What follows belongs to an exercise in optimizing a design on an open flow for small area, a short achievable clock period and few clock cycles per item; a production flow would make more cautious choices. No activity file was given, so power comes from the tool's default toggle rates.

Setup of main:
==> flow/design.v <==
module pfx_add #(parameter N = 8, parameter KIND = 1) (
    input  wire [N-1:0] x,
    input  wire [N-1:0] y,
    input  wire         ci,
    output wire [N-1:0] s,
    output wire         co
);
    localparam LG = $clog2(N);
    reg [N-1:0] g, p;
    integer l, i, j;
    always @(*) begin
        g = x & y;
        p = x ^ y;
        if (KIND == 0) begin
            for (i = 1; i < N; i = i + 1) begin
                g[i] = g[i] | p[i] & g[i-1];
                p[i] = p[i] & p[i-1];
            end
        end else if (KIND == 1) begin
            for (l = 0; l < LG; l = l + 1)
                for (i = 0; i < N; i = i + 1)
                    if (((i + 1) % (2 << l)) == 0) begin
                        j = i - (1 << l);
                        g[i] = g[i] | p[i] & g[j];
                        p[i] = p[i] & p[j];
                    end
            for (l = LG - 2; l >= 0; l = l - 1)
                for (i = 0; i < N; i = i + 1)
                    if (i >= (2 << l) && ((i + 1) % (2 << l)) == (1 << l)) begin
                        j = i - (1 << l);
                        g[i] = g[i] | p[i] & g[j];
                        p[i] = p[i] & p[j];
                    end
        end else begin
            for (l = 0; l < LG; l = l + 1)
                for (i = 0; i < N; i = i + 1)
                    if ((i >> l) & 1) begin
                        j = ((i >> l) << l) - 1;
                        g[i] = g[i] | p[i] & g[j];
                        p[i] = p[i] & p[j];
                    end
        end
    end
    wire [N:0] c = {g | p & {N{ci}}, ci};
    assign s  = x ^ y ^ c[N-1:0];
    assign co = c[N];
endmodule
module pfx_inc #(parameter N = 8) (
    input  wire [N-1:0] x,
    input  wire         ci,
    output wire [N-1:0] s,
    output wire         co
);
    localparam LG = $clog2(N);
    reg [N-1:0] p;
    integer l, i;
    always @(*) begin
        p = x;
        for (l = 0; l < LG; l = l + 1)
            for (i = N - 1; i >= 0; i = i - 1)
                if ((i >> l) & 1)
                    p[i] = p[i] & p[((i >> l) << l) - 1];
    end
    wire [N:0] c = {p & {N{ci}}, ci};
    assign s  = x ^ c[N-1:0];
    assign co = c[N];
endmodule
module lzc64 (
    input  wire [63:0] v,
    output wire [5:0]  n,
    output wire        z
);
    reg [7*64-1:0]   zz;
    reg [7*64*6-1:0] cc;
    integer k, i;
    always @(*) begin
        zz = 0;
        cc = 0;
        for (i = 0; i < 64; i = i + 1)
            zz[i] = ~v[i];
        for (k = 1; k <= 6; k = k + 1)
            for (i = 0; i < (64 >> k); i = i + 1) begin
                zz[k*64+i] = zz[(k-1)*64+2*i+1] & zz[(k-1)*64+2*i];
                if (zz[(k-1)*64+2*i+1])
                    cc[(k*64+i)*6 +: 6] = cc[((k-1)*64+2*i)*6 +: 6] | (6'd1 << (k - 1));
                else
                    cc[(k*64+i)*6 +: 6] = cc[((k-1)*64+2*i+1)*6 +: 6];
            end
    end
    assign n = cc[(6*64)*6 +: 6];
    assign z = zz[6*64];
endmodule
module w40_s1 #(parameter CK = 1) (
    input  wire        is_int,
    input  wire [63:0] a,
    input  wire [63:0] b,
    output wire [30:0] m_a,      
    output wire [30:0] m_b,      
    output wire        x34,      
    output wire        y34,
    output wire        a_big,    
    output wire [31:0] hs,       
    output wire        c48       
);
    wire        sa = a[39];
    wire        sb = b[39];
    wire [8:0]  ea = a[38:30];
    wire [8:0]  eb = b[38:30];
    wire [29:0] fa = a[29:0];
    wire [29:0] fb = b[29:0];
    wire a_max = &ea;
    wire b_max = &eb;
    wire a_fz  = ~|fa;
    wire b_fz  = ~|fb;
    wire a_nan = a_max & ~a_fz;
    wire b_nan = b_max & ~b_fz;
    wire a_inf = a_max & a_fz;
    wire b_inf = b_max & b_fz;
    wire sp    = a_max | b_max;
    wire nan   = a_nan | b_nan | (a_inf & b_inf & (sa ^ sb));
    wire of_op = a_inf | b_inf;
    wire a_ez = ~|ea;
    wire b_ez = ~|eb;
    wire [8:0] xa = {ea[8:1], ea[0] | a_ez};
    wire [8:0] xb = {eb[8:1], eb[0] | b_ez};
    wire ge;
    pfx_add #(.N(39), .KIND(CK)) u_cmp (
        .x(a[38:0]), .y(~b[38:0]), .ci(1'b1), .s(), .co(ge));
    wire eq  = &(a[38:0] ~^ b[38:0]);
    wire sub = sa ^ sb;
    assign a_big = is_int | ge;
    wire z   = eq & (sub | a_ez & a_fz);
    wire s_l = ge ? sa : sb;
    wire sgn = sp ? (a_inf ? sa : sb) : z ? (sa & sb) : s_l;
    wire [8:0] x_l = ge ? xa : xb;
    wire [8:0] dab, dba;
    pfx_add #(.N(9), .KIND(2)) u_dab (.x(xa), .y(~xb), .ci(1'b1), .s(dab), .co());
    pfx_add #(.N(9), .KIND(2)) u_dba (.x(xb), .y(~xa), .ci(1'b1), .s(dba), .co());
    wire [8:0] dd  = ge ? dab : dba;
    wire       big = |dd[8:6];
    assign m_a = {is_int ? a[30] : ~a_ez, fa};
    assign m_b = {is_int ? b[30] : ~b_ez, fb};
    assign x34 = is_int & a[31];
    assign y34 = is_int & b[31];
    wire [15:0] hl, hh;
    wire        cl;
    pfx_add #(.N(16), .KIND(2)) u_hl (.x(a[47:32]), .y(b[47:32]), .ci(1'b0), .s(hl), .co(cl));
    pfx_add #(.N(16), .KIND(2)) u_hh (.x(a[63:48]), .y(b[63:48]), .ci(1'b0), .s(hh), .co());
    assign c48 = is_int & cl;
    assign hs = is_int ? {hh, hl}
                       : {11'd0, of_op, nan, sp, sgn, x_l, sub, big, dd[5:0]};
endmodule
module w40_s2 #(parameter AK = 1) (
    input  wire        is_int,
    input  wire [30:0] m_a,
    input  wire [30:0] m_b,
    input  wire        x34,
    input  wire        y34,
    input  wire        a_big,
    input  wire [31:0] hs,
    input  wire        c48,
    output wire [66:0] sum
);
    wire [5:0] d   = hs[5:0] & {6{~is_int}};
    wire       big = hs[6] & ~is_int;
    wire       sub = hs[7] & ~is_int;
    wire [30:0] m_l = a_big ? m_a : m_b;
    wire [30:0] m_s = a_big ? m_b : m_a;
    reg  [30:0] lost;
    integer j;
    always @(*)
        for (j = 0; j < 31; j = j + 1)
            lost[j] = big | (d >= j + 3);
    wire        sticky = |(m_s & lost);
    wire [33:0] shr    = big ? 34'd0 : ({m_s, 3'b000} >> d);
    wire [33:0] s_al   = {shr[33:1], sticky};
    wire c35;
    pfx_add #(.N(35), .KIND(AK)) u_add (
        .x({x34, m_l, 3'b000}), .y({y34, s_al ^ {34{sub}}}), .ci(sub),
        .s(sum[34:0]), .co(c35));
    wire c51;
    pfx_inc #(.N(16)) u_inc_l (.x(hs[15:0]), .ci(c35), .s(sum[50:35]), .co(c51));
    pfx_inc #(.N(16)) u_inc_h (.x(hs[31:16]), .ci(c48 | c51), .s(sum[66:51]), .co());
endmodule
module w40_s3 (
    input  wire        is_int,
    input  wire [66:0] sum,
    output wire [63:0] res,      
    output wire        inf,      
    output wire [1:0]  flags
);
    wire        sub   = sum[42];
    wire [8:0]  x_l   = sum[51:43];
    wire        sgn   = sum[52];
    wire        sp    = sum[53];
    wire        nan   = sum[54];
    wire        of_op = sum[55];
    wire [34:0] raw   = {sum[34] ^ sub, sum[33:0]};
    wire [7:0] xh, xo;
    genvar k;
    generate
        for (k = 0; k < 8; k = k + 1) begin : g_dec
            assign xh[k] = (x_l[5:3] == k);
            assign xo[k] = (x_l[2:0] == k);
        end
    endgenerate
    wire       x_lo = ~|x_l[8:6];
    reg [34:0] stop;
    integer j;
    always @(*)
        for (j = 0; j < 35; j = j + 1)
            stop[j] = x_lo & xh[(34 - j) >> 3] & xo[(34 - j) & 7];
    wire [5:0]  s;
    lzc64 u_lzc (.v({raw | stop, 1'b1, 28'd0}), .n(s), .z());
    wire [34:0] t5 = s[5] ? {raw[2:0], 32'd0} : raw;
    wire [34:0] t4 = s[4] ? {t5[18:0], 16'd0} : t5;
    wire [34:0] t3 = s[3] ? {t4[26:0], 8'd0}  : t4;
    wire [34:0] t2 = s[2] ? {t3[30:0], 4'd0}  : t3;
    wire [34:0] t1 = s[1] ? {t2[32:0], 2'd0}  : t2;
    wire [34:0] sh = s[0] ? {t1[33:0], 1'd0}  : t1;
    wire [9:0]  e_n  = {1'b0, x_l} + 10'd1 - {4'd0, s};
    wire [9:0]  e_n1 = {1'b0, x_l} + 10'd2 - {4'd0, s};
    wire [30:0] mant   = sh[34:4];
    wire        rnd_up = sh[3] & (|sh[2:0] | mant[0]);
    wire [30:0] mant_r;
    wire        c_r;
    pfx_inc #(.N(31)) u_rnd (.x(mant), .ci(rnd_up), .s(mant_r), .co(c_r));
    wire        c_r_q  = rnd_up & (&mant);
    wire        hid    = mant[30] | rnd_up & (&mant[29:0]);
    wire [9:0]  e_f    = c_r_q ? e_n1 : e_n;
    wire        ovf     = c_r_q ? (e_n1[9] | (&e_n1[8:0])) : (e_n[9] | (&e_n[8:0]));
    wire [8:0]  e_field = hid ? e_f[8:0] : 9'd0;
    assign res   = is_int ? sum[66:3] : {24'd0, sgn & ~nan, e_field, mant_r[29:0]};
    assign inf   = ~is_int & (sp | ovf);
    assign flags = is_int ? 2'b00 : {nan, of_op | (~sp & ovf)};
endmodule
module red_combine (
    input  wire        clk,
    input  wire        rst,
    input  wire        in_valid,
    input  wire        in_int,
    input  wire [63:0] in_a,
    input  wire [63:0] in_b,
    output reg         out_valid,
    output wire [63:0] out_sum,
    output reg  [1:0]  out_flags
);
    wire [30:0] m_a, m_b;
    wire        x34, y34, a_big, c48;
    wire [31:0] hs;
    w40_s1 u_s1 (
        .is_int(in_int), .a(in_a), .b(in_b), .m_a(m_a), .m_b(m_b),
        .x34(x34), .y34(y34), .a_big(a_big), .hs(hs), .c48(c48)
    );
    reg        v1, int1, x34_1, y34_1, a_big1, c48_1;
    reg [30:0] m_a1, m_b1;
    reg [31:0] hs1;
    always @(posedge clk) begin
        if (rst) v1 <= 1'b0;
        else     v1 <= in_valid;
        int1   <= in_int;
        m_a1   <= m_a;
        m_b1   <= m_b;
        x34_1  <= x34;
        y34_1  <= y34;
        a_big1 <= a_big;
        hs1    <= hs;
        c48_1  <= c48;
    end
    wire [66:0] sum;
    w40_s2 u_s2 (
        .is_int(int1), .m_a(m_a1), .m_b(m_b1), .x34(x34_1), .y34(y34_1),
        .a_big(a_big1), .hs(hs1), .c48(c48_1), .sum(sum)
    );
    reg        v2, int2;
    reg [66:0] sum2;
    always @(posedge clk) begin
        if (rst) v2 <= 1'b0;
        else     v2 <= v1;
        int2 <= int1;
        sum2 <= sum;
    end
    wire [63:0] res;
    wire        inf;
    wire [1:0]  flg;
    w40_s3 u_s3 (
        .is_int(int2), .sum(sum2), .res(res), .inf(inf), .flags(flg)
    );
    reg [63:0] res3;
    reg        inf3;
    always @(posedge clk) begin
        if (rst) out_valid <= 1'b0;
        else     out_valid <= v2;
        res3      <= res;
        inf3      <= inf;
        out_flags <= flg;
    end
    assign out_sum = {res3[63:39], res3[38:30] | {9{inf3}},
                      inf3 ? out_flags[1] : res3[29], res3[28:0] & {29{~inf3}}};
endmodule
==> flow/config.mk <==
export PLATFORM = sky130hd
export DESIGN_NAME = red_combine
export DESIGN_NICKNAME = red_combine
export VERILOG_FILES = /design/flow/design.v
export SDC_FILE = /design/flow/constraint.sdc
export NUM_CORES = 4
export LEC_CHECK = 0
export ABC_AREA = 1
export CAP_MARGIN = 20
export CORE_MARGIN = 2
export CORE_UTILIZATION = 40
export SLEW_MARGIN = 20
==> flow/constraint.sdc <==
create_clock -name core_clock -period 18.0 [get_ports {clk}]
set_input_delay 3.6000 -clock core_clock [delete_from_list [all_inputs] [get_ports {clk}]]
set_output_delay 3.6000 -clock core_clock [all_outputs]
set_load 0.01 [all_outputs]
standard.sh (not shown) runs the stock make flow with config.mk's settings and CLKGATE_MAP_FILE= SYNTH_SCRIPT=/design/flow/synth_recipe.tcl, a recipe that flattens the netlist after the stock synthesis.
==> flow/flow/run.sh <==
#!/bin/bash
# The standard layout (standard.sh: ORFS synthesis through finish), with
# three changes:
#  - synthesis maps with flow/abc_area.script (ABC_AREA=1) in place of ORFS's
#    area script: the same ABC mapping, given a delay target (map -D) so that
#    it recovers area only off the critical paths.  The ORFS scripts are
#    copied to scripts/ here with that one file replaced; registers and the
#    other synthesis passes are unchanged;
#  - the input and output ports get sky130_fd_sc_hd__buf_2 port buffers in
#    place of the cell buffer_ports picks by default;
#  - ORFS's timing repair (after floorplan, CTS and global routing) aims for
#    a setup slack of MARGIN ns, not 0: the constraints and clock period stay
#    the design's, the repair only works harder.
# make's full output goes to std_flow.log here; ORFS keeps each step's log
# under orfs/logs.
set -euo pipefail
MARGIN=12
rm -rf scripts
cp -r "$FLOW_HOME/scripts" scripts
cp flow/abc_area.script scripts/abc_area.script
bash standard.sh "SCRIPTS_DIR=$PWD/scripts" "SETUP_SLACK_MARGIN=$MARGIN" \
    "BUFFER_PORTS_ARGS=-buffer_cell sky130_fd_sc_hd__buf_2" finish > std_flow.log 2>&1
==> flow/flow/abc_area.script <==
strash
dch
map -D 4000
topo
stime -c
buffer -c
upsize -c
dnsize -c
main reached the end of the flow, and the finished layout is clean on the timing, DRC and antenna checks.
diff inputs: main => the feature branch
diff --git a/flow/design.v b/flow/design.v
--- a/flow/design.v
+++ b/flow/design.v
@@ -185,9 +185,8 @@
 module w40_s3 (
     input  wire        is_int,
     input  wire [66:0] sum,
-    output wire [63:0] res,      
-    output wire        inf,      
-    output wire [1:0]  flags
+    output wire [63:0] out_sum,
+    output wire [1:0]  out_flags
 );
     wire        sub   = sum[42];
     wire [8:0]  x_l   = sum[51:43];
@@ -196,29 +195,15 @@
     wire        nan   = sum[54];
     wire        of_op = sum[55];
     wire [34:0] raw   = {sum[34] ^ sub, sum[33:0]};
-    wire [7:0] xh, xo;
-    genvar k;
-    generate
-        for (k = 0; k < 8; k = k + 1) begin : g_dec
-            assign xh[k] = (x_l[5:3] == k);
-            assign xo[k] = (x_l[2:0] == k);
-        end
-    endgenerate
-    wire       x_lo = ~|x_l[8:6];
-    reg [34:0] stop;
+    reg  [34:0] stop;
     integer j;
     always @(*)
         for (j = 0; j < 35; j = j + 1)
-            stop[j] = x_lo & xh[(34 - j) >> 3] & xo[(34 - j) & 7];
+            stop[j] = (x_l == 9'd34 - j);
     wire [5:0]  s;
     lzc64 u_lzc (.v({raw | stop, 1'b1, 28'd0}), .n(s), .z());
-    wire [34:0] t5 = s[5] ? {raw[2:0], 32'd0} : raw;
-    wire [34:0] t4 = s[4] ? {t5[18:0], 16'd0} : t5;
-    wire [34:0] t3 = s[3] ? {t4[26:0], 8'd0}  : t4;
-    wire [34:0] t2 = s[2] ? {t3[30:0], 4'd0}  : t3;
-    wire [34:0] t1 = s[1] ? {t2[32:0], 2'd0}  : t2;
-    wire [34:0] sh = s[0] ? {t1[33:0], 1'd0}  : t1;
-    wire [9:0]  e_n  = {1'b0, x_l} + 10'd1 - {4'd0, s};
+    wire [34:0] sh = raw << s;
+    wire [9:0]  e_n = {1'b0, x_l} + 10'd1 - {4'd0, s};
     wire [9:0]  e_n1 = {1'b0, x_l} + 10'd2 - {4'd0, s};
     wire [30:0] mant   = sh[34:4];
     wire        rnd_up = sh[3] & (|sh[2:0] | mant[0]);
@@ -230,9 +215,11 @@
     wire [9:0]  e_f    = c_r_q ? e_n1 : e_n;
     wire        ovf     = c_r_q ? (e_n1[9] | (&e_n1[8:0])) : (e_n[9] | (&e_n[8:0]));
     wire [8:0]  e_field = hid ? e_f[8:0] : 9'd0;
-    assign res   = is_int ? sum[66:3] : {24'd0, sgn & ~nan, e_field, mant_r[29:0]};
-    assign inf   = ~is_int & (sp | ovf);
-    assign flags = is_int ? 2'b00 : {nan, of_op | (~sp & ovf)};
+    wire        inf_like = sp | ovf;
+    wire [39:0] f = inf_like ? {sgn & ~nan, 9'h1FF, nan, 29'd0}
+                             : {sgn, e_field, mant_r[29:0]};
+    assign out_sum   = is_int ? sum[66:3] : {24'd0, f};
+    assign out_flags = is_int ? 2'b00 : {nan, of_op | (~sp & ovf)};
 endmodule
 module red_combine (
     input  wire        clk,
@@ -242,7 +229,7 @@
     input  wire [63:0] in_a,
     input  wire [63:0] in_b,
     output reg         out_valid,
-    output wire [63:0] out_sum,
+    output reg  [63:0] out_sum,
     output reg  [1:0]  out_flags
 );
     wire [30:0] m_a, m_b;
@@ -281,20 +268,12 @@
         sum2 <= sum;
     end
     wire [63:0] res;
-    wire        inf;
     wire [1:0]  flg;
-    w40_s3 u_s3 (
-        .is_int(int2), .sum(sum2), .res(res), .inf(inf), .flags(flg)
-    );
-    reg [63:0] res3;
-    reg        inf3;
+    w40_s3 u_s3 (.is_int(int2), .sum(sum2), .out_sum(res), .out_flags(flg));
     always @(posedge clk) begin
         if (rst) out_valid <= 1'b0;
         else     out_valid <= v2;
-        res3      <= res;
-        inf3      <= inf;
+        out_sum   <= res;
         out_flags <= flg;
     end
-    assign out_sum = {res3[63:39], res3[38:30] | {9{inf3}},
-                      inf3 ? out_flags[1] : res3[29], res3[28:0] & {29{~inf3}}};
-endmodule
+endmodule
- The shortest period the worst path allows in the feature branch sits 0.0033 ns below the value recorded for main.
- Summary — post-detailed-routing wire length, the feature branch relative to main: higher, by about 2.2%.
- When the feature branch is measured against main, its buffer and inverter count on the worst path turns out 10 lower.
- Fraction of power spent switching nets (higher): the feature branch
- In the tables for main and the feature branch, area growth from synthesis to final layout reads higher with the feature branch.
- The wire length per cell after detailed routing in the feature branch was higher than what main gave.
- Going from main to the feature branch, final total power increased by about 13% relative to the old numbers; clock-buffer cell count closely matched the old numbers; non-clock buffer count increased by 28 relative to the old numbers.
- Diff main..the feature branch | clock transition at the registers of the reported paths | negligible
No functional check of the RTL was part of any run of this note.

afterwards: timing with drivers on the ports:
The flow's constraints put no driver on any port. The routed layouts listed below were extracted and timed again, unchanged, in two steps. Step 1, drivers: a clkbuf_16 drives clk and a buf_2 each remaining input, both assumed. Step 2, shift: input delay + t, output delay - t, t = (earliest + latest rising clock arrival at the registers) / 2. This alone moves slack from input paths to output paths. Three values: ideal ports, drivers, drivers and shift; two values: the first two.
run	shift t [ns]	setup slack, ns	worst register clock-pin slew, ns	cell pins on the clock port's net
main	0.619	11.707 / 11.735 / 11.117	0.07 / 0.07	1
the feature branch	0.617	11.710 / 11.726 / 11.109	0.07 / 0.07	1
After both steps setup and hold are still met in every run listed. For the feature branch, which loses most, drivers alone change the setup slack by +0.016 ns; drivers and shift together by -0.601 ns.
